From an optimization exercise on the open Yosys and OpenROAD flow, aimed at small area, a short achievable clock period and few clock cycles per item; shortcuts taken in it are not production practice. Only simulation tests tie the RTL to the original design; equivalence was not proved.

==> run a <==
Design kh64_hash, start of the top module:
module kh64_hash (
    input  wire         clk,
    input  wire         rst,
    input  wire         in_valid,
    output wire         in_ready,
    input  wire [127:0] in_key,
    output reg          out_valid,
    output wire [63:0]  out_kh
);
    localparam [31:0] IV0 = 32'h6a09e667, IV1 = 32'hbb67ae85,
                      IV2 = 32'h3c6ef372,
                      IV4 = 32'h510e527f, IV5 = 32'h9b05688c,
                      IV6 = 32'h1f83d9ab,
                      D0  = 32'h9cbf5a55;   
    reg  [5:0]  t;
    reg         load;       
    reg         last;       
    reg         first;      
    reg         first_s;    
    reg         first_m;    
    reg         busy;       
    reg         pend;       
    reg  [31:0] a, b, c, d, e, f, g;
    reg  [31:0] p;          
    reg  [31:0] w [0:15];   
    assign in_ready = load;
    wire accept = in_valid && load;
    assign out_kh = {b[7:0], b[15:8], b[23:16], b[31:24],
                     a[7:0], a[15:8], a[23:16], a[31:24]};
    wire [31:0] bsig1 = {e[5:0], e[31:6]} ^ {e[10:0], e[31:11]} ^ {e[24:0], e[31:25]};
    wire [31:0] bsig0 = {a[1:0], a[31:2]} ^ {a[12:0], a[31:13]} ^ {a[21:0], a[31:22]};
    wire [31:0] ch    = (e & f) ^ (~e & g);
    wire [31:0] maj   = (a & b) ^ (a & c) ^ (b & c);
    wire [31:0] s0m   = first_s ? 32'd0 : bsig0;
    wire [31:0] mjm   = first_m ? 32'd0 : maj;
    wire [31:0] u_s = p ^ ch ^ bsig1;
    wire [31:0] u_c = ((p & ch) | (p & bsig1) | (ch & bsig1)) << 1;
    wire [31:0] x2s = u_s ^ u_c ^ s0m;
    wire [31:0] x2c = ((u_s & u_c) | (u_s & s0m) | (u_c & s0m)) << 1;
    wire [31:0] x3s = x2s ^ x2c ^ mjm;
    wire [31:0] x3c = ((x2s & x2c) | (x2s & mjm) | (x2c & mjm)) << 1;
    wire [31:0] a_new = x3s + x3c;
    wire [31:0] y2s = u_s ^ u_c ^ d;
    wire [31:0] y2c = ((u_s & u_c) | (u_s & d) | (u_c & d)) << 1;
    wire [31:0] e_new = y2s + y2c;
    wire [31:0] k_rom;
    reg  [31:0] k_n;        
    sha256_k u_k (.t(t), .k(k_rom));
    wire [31:0] h_n = last ? 32'd0 : g;       
    wire [31:0] w_n = w[1];
    wire [31:0] z1s = h_n ^ k_n ^ w_n;
    wire [31:0] z1c = ((h_n & k_n) | (h_n & w_n) | (k_n & w_n)) << 1;
    wire [31:0] p_new = z1s + z1c;
    wire [31:0] w1  = w[1];
    wire [31:0] w14 = w[14];
  ...
==> module kh64_hash, before the edit <==
module kh64_hash (
    input  wire         clk,
    input  wire         rst,
    input  wire         in_valid,
    output wire         in_ready,
    input  wire [127:0] in_key,
    output reg          out_valid,
    output wire [63:0]  out_kh
);
    localparam [31:0] IV0 = 32'h6a09e667, IV1 = 32'hbb67ae85,
                      IV2 = 32'h3c6ef372,
                      IV4 = 32'h510e527f, IV5 = 32'h9b05688c,
                      IV6 = 32'h1f83d9ab,
                      D0  = 32'h9cbf5a55;   
    reg  [5:0]  t;
    reg         load;       
    reg         last;       
    reg         first;      
    reg         first_s;    
    reg         first_m;    
    reg         busy;       
    reg         pend;       
    reg  [31:0] a, b, c, d, e, f, g;
    reg  [31:0] p;          
    reg  [31:0] w [0:15];   
    assign in_ready = load;
    wire accept = in_valid && load;
    assign out_kh = {b[7:0], b[15:8], b[23:16], b[31:24],
                     a[7:0], a[15:8], a[23:16], a[31:24]};
    wire [31:0] bsig1 = {e[5:0], e[31:6]} ^ {e[10:0], e[31:11]} ^ {e[24:0], e[31:25]};
    wire [31:0] bsig0 = {a[1:0], a[31:2]} ^ {a[12:0], a[31:13]} ^ {a[21:0], a[31:22]};
    wire [31:0] ch    = (e & f) ^ (~e & g);
    wire [31:0] maj   = (a & b) ^ (a & c) ^ (b & c);
    wire [31:0] s0m   = first_s ? 32'd0 : bsig0;
    wire [31:0] mjm   = first_m ? 32'd0 : maj;
    wire [31:0] u_s = p ^ ch ^ bsig1;
    wire [31:0] u_c = ((p & ch) | (p & bsig1) | (ch & bsig1)) << 1;
    wire [31:0] x2s = u_s ^ u_c ^ s0m;
    wire [31:0] x2c = ((u_s & u_c) | (u_s & s0m) | (u_c & s0m)) << 1;
    wire [31:0] x3s = x2s ^ x2c ^ mjm;
    wire [31:0] x3c = ((x2s & x2c) | (x2s & mjm) | (x2c & mjm)) << 1;
    wire [31:0] a_new = x3s + x3c;
    wire [31:0] y2s = u_s ^ u_c ^ d;
    wire [31:0] y2c = ((u_s & u_c) | (u_s & d) | (u_c & d)) << 1;
    wire [31:0] e_new = y2s + y2c;
    wire [31:0] k_rom;
    reg  [31:0] k_n;        
    sha256_k u_k (.t(t), .k(k_rom));
    wire [31:0] h_n = last ? 32'd0 : g;       
    wire [31:0] w_n = w[1];
    wire [31:0] z1s = h_n ^ k_n ^ w_n;
    wire [31:0] z1c = ((h_n & k_n) | (h_n & w_n) | (k_n & w_n)) << 1;
    wire [31:0] p_new = z1s + z1c;
    wire [31:0] w1  = w[1];
    wire [31:0] w14 = w[14];
    wire [31:0] ssig0 = {w1[6:0], w1[31:7]} ^ {w1[17:0], w1[31:18]} ^ {3'b000, w1[31:3]};
    wire [31:0] ssig1 = {w14[16:0], w14[31:17]} ^ {w14[18:0], w14[31:19]} ^ {10'd0, w14[31:10]};
    wire [31:0] s1s = ssig1 ^ w[9] ^ ssig0;
    wire [31:0] s1c = ((ssig1 & w[9]) | (ssig1 & ssig0) | (w[9] & ssig0)) << 1;
    wire [31:0] s2s = s1s ^ s1c ^ w[0];
    wire [31:0] s2c = ((s1s & s1c) | (s1s & w[0]) | (s1c & w[0])) << 1;
    wire [31:0] w_sched = s2s + s2c;
    wire sched_on = ~(t[5] & t[4]);
    wire [31:0] w_tail = (sched_on ? w_sched : 32'd0)
                       | {(t == 6'd52), 31'd0}
                       | {24'd0, last, 7'd0};
    wire [127:0] key_in = load ? in_key : 128'd0;
    integer i;
    always @(posedge clk) begin
        w[0] <= w[1];
        w[1] <= w[2] | {key_in[7:0],    key_in[15:8],    key_in[23:16],  key_in[31:24]};
        w[2] <= w[3] | {key_in[39:32],  key_in[47:40],   key_in[55:48],  key_in[63:56]};
        w[3] <= w[4] | {key_in[71:64],  key_in[79:72],   key_in[87:80],  key_in[95:88]};
        w[4] <= w[5] | {key_in[103:96], key_in[111:104], key_in[119:112], key_in[127:120]};
        for (i = 5; i < 15; i = i + 1)
            w[i] <= w[i+1];
        w[15] <= w_tail;
        p <= p_new;
        k_n <= k_rom;
        first_m <= last;    
        a <= a_new;
        b <= last ? IV1 + a : (first ? IV0 : a);
        c <= first ? IV1 : b;
        d <= last ? D0 : (first ? IV2 : c);
        e <= last ? IV4 : e_new;
        f <= last ? IV5 : e;
        g <= last ? IV6 : f;
        if (rst) begin
            t         <= 6'd48;
            load      <= 1'b0;
            last      <= 1'b0;
            first     <= 1'b0;
            first_s   <= 1'b0;
            busy      <= 1'b0;
            pend      <= 1'b0;
            out_valid <= 1'b0;
        end else begin
            t         <= t + 6'd1;
            load      <= (t == 6'd61);
            last      <= load;
            first     <= last;
            first_s   <= (t == 6'd63);
            out_valid <= last & busy;
            if (load) pend <= accept;
            if (last) busy <= pend;
        end
    end
endmodule
export LEC_CHECK = 0
export CAP_MARGIN = 20
export CORE_MARGIN = 2
export CORE_UTILIZATION = 60
export SETUP_SLACK_MARGIN = 4.5
export SLEW_MARGIN = 20
create_clock -name core_clock -period 9.0 [get_ports {clk}]
run.sh (not shown) runs the stock make flow with config.mk's settings and CLKGATE_MAP_FILE= SYNTH_SCRIPT=/design/flow/synth_recipe.tcl, a recipe that flattens the netlist after the stock synthesis.
==> run b (differences from run a) <==
--- a/flow/design.v
+++ b/flow/design.v
@@ -89,6 +89,4 @@
     reg         last;       
     reg         first;      
-    reg         first_s;    
-    reg         first_m;    
     reg         busy;       
     reg         pend;       
@@ -104,6 +102,6 @@
     wire [31:0] ch    = (e & f) ^ (~e & g);
     wire [31:0] maj   = (a & b) ^ (a & c) ^ (b & c);
-    wire [31:0] s0m   = first_s ? 32'd0 : bsig0;
-    wire [31:0] mjm   = first_m ? 32'd0 : maj;
+    wire [31:0] s0m   = first ? 32'd0 : bsig0;
+    wire [31:0] mjm   = first ? 32'd0 : maj;
     wire [31:0] u_s = p ^ ch ^ bsig1;
     wire [31:0] u_c = ((p & ch) | (p & bsig1) | (ch & bsig1)) << 1;
@@ -150,5 +148,4 @@
         p <= p_new;
         k_n <= k_rom;
-        first_m <= last;    
         a <= a_new;
         b <= last ? IV1 + a : (first ? IV0 : a);
@@ -163,5 +160,4 @@
             last      <= 1'b0;
             first     <= 1'b0;
-            first_s   <= 1'b0;
             busy      <= 1'b0;
             pend      <= 1'b0;
@@ -172,5 +168,4 @@
             last      <= load;
             first     <= last;
-            first_s   <= (t == 6'd63);
             out_valid <= last & busy;
             if (load) pend <= accept;
- CORE_UTILIZATION: 60 -> 40
- SETUP_SLACK_MARGIN: 4.5 -> unset
==> run c (differences from run a) <==
==> flow/flow/run.sh (new file) <==
#!/bin/bash
# The standard layout (the standard.sh, standard synthesis unchanged),
# with two changes:
#  * the buffers that placement puts on every input and output port are the
#    small sky130_fd_sc_hd__buf_1 instead of ORFS's default pick;
#  * clock tree synthesis inserts no dummy loads (its other arguments are
#    ORFS defaults, with sink clusters of up to 24 flip-flops within 100 um).
# ORFS writes each step's full log under orfs/logs/; make's own output goes
# to standard.log here.
set -euo pipefail
export BUFFER_PORTS_ARGS="-buffer_cell sky130_fd_sc_hd__buf_1"
export CTS_ARGS="-sink_clustering_enable -repair_clock_nets -dont_use_dummy_load -sink_clustering_size 24 -sink_clustering_max_diameter 100"
bash standard.sh > standard.log 2>&1
==> flow/standard.sh (new file) <==
#!/bin/bash
# synth_recipe.tcl (not shown) runs the flow's synth.tcl, then flattens the netlist and writes it again
# the make line also repeats each setting of config.mk as NAME=value (left out here)
make -C /OpenROAD-flow-scripts/flow DESIGN_CONFIG=/design/flow/config.mk WORK_HOME=/design/flow/orfs CLKGATE_MAP_FILE= SYNTH_SCRIPT=/design/flow/synth_recipe.tcl "${@:-finish}"
- CORE_UTILIZATION: 60 -> 30
- TNS_END_PERCENT: unset -> 20
removed: flow/run.sh
==> notes <==
The lowest sequential share of layout area belongs to run a, the highest to run c. Register-to-register slack: run b < run a < run c. In run b the worst hold slack is better than in run a, by 0.0081 ns. In run b the critical path depth is lower than in run a, by 1.
==> figures <==
Outcome: run b no timing/DRC/antenna violations; run a no timing/DRC/antenna violations; run c no timing/DRC/antenna violations
Yosys cell types: run b 86; run a 83; run c 83
Endpoint of the worst hold-timing path: run b w[14][11]; run a w[11][26]; run c w[10][18]
Met2 wire length: run b 45,400 um; run a 50,950 um; run c 50,150 um
Slowest-stage cell, CP: run b sky130_fd_sc_hd__dfxtp_2; run a sky130_fd_sc_hd__fa_1; run c sky130_fd_sc_hd__fa_1
Buffers outside the clock class: run b 220; run a 264; run c 242
Number of antenna violations at the first check in global routing: run b 9; run a 6; run c 5
Placed cell areas: run b 39,710 um^2; run a 39,280 um^2; run c 39,170 um^2
Final nets: run b 4,206; run a 4,233; run c 4,176
Most repeated library cell on the critical path: run b sky130_fd_sc_hd__fa_1; run a -; run c sky130_fd_sc_hd__fa_1
# fillers: run b 8,563; run a 4,191; run c 12,380
Testbench counts of run a, summed over its fixed seeds: cycles 131,208, items 2,048.
Testbench counts of run b, summed over its fixed seeds: cycles 131,208, items 2,048.
Testbench counts of run c, summed over its fixed seeds: cycles 131,208, items 2,048.

-- static timing again, ports no longer ideal --
The flow's constraints put no driver on any port. The routed layouts listed below were extracted and timed again, unchanged, in two steps. Step 1, drivers: a clkbuf_16 drives clk and a buf_2 each remaining input, both assumed. Step 2, shift: input delay + t, output delay - t, t = (earliest + latest rising clock arrival at the registers) / 2. This alone moves slack from input paths to output paths. Slacks: no drivers / after step 1 / after step 2; pairs: no drivers / after step 1.
run	t, ns	setup slack, ns	hold slack, ns	clock arrival spread, ns
run a	0.699	4.118 / 4.118 / 4.118	0.304 / 0.304 / 0.304	0.042 / 0.042
run b	0.714	3.754 / 3.754 / 3.754	0.312 / 0.312 / 0.312	0.039 / 0.039
run c	0.676	4.386 / 4.386 / 4.386	0.285 / 0.285 / 0.285	0.106 / 0.106
After both steps setup and hold are still met in every run listed.
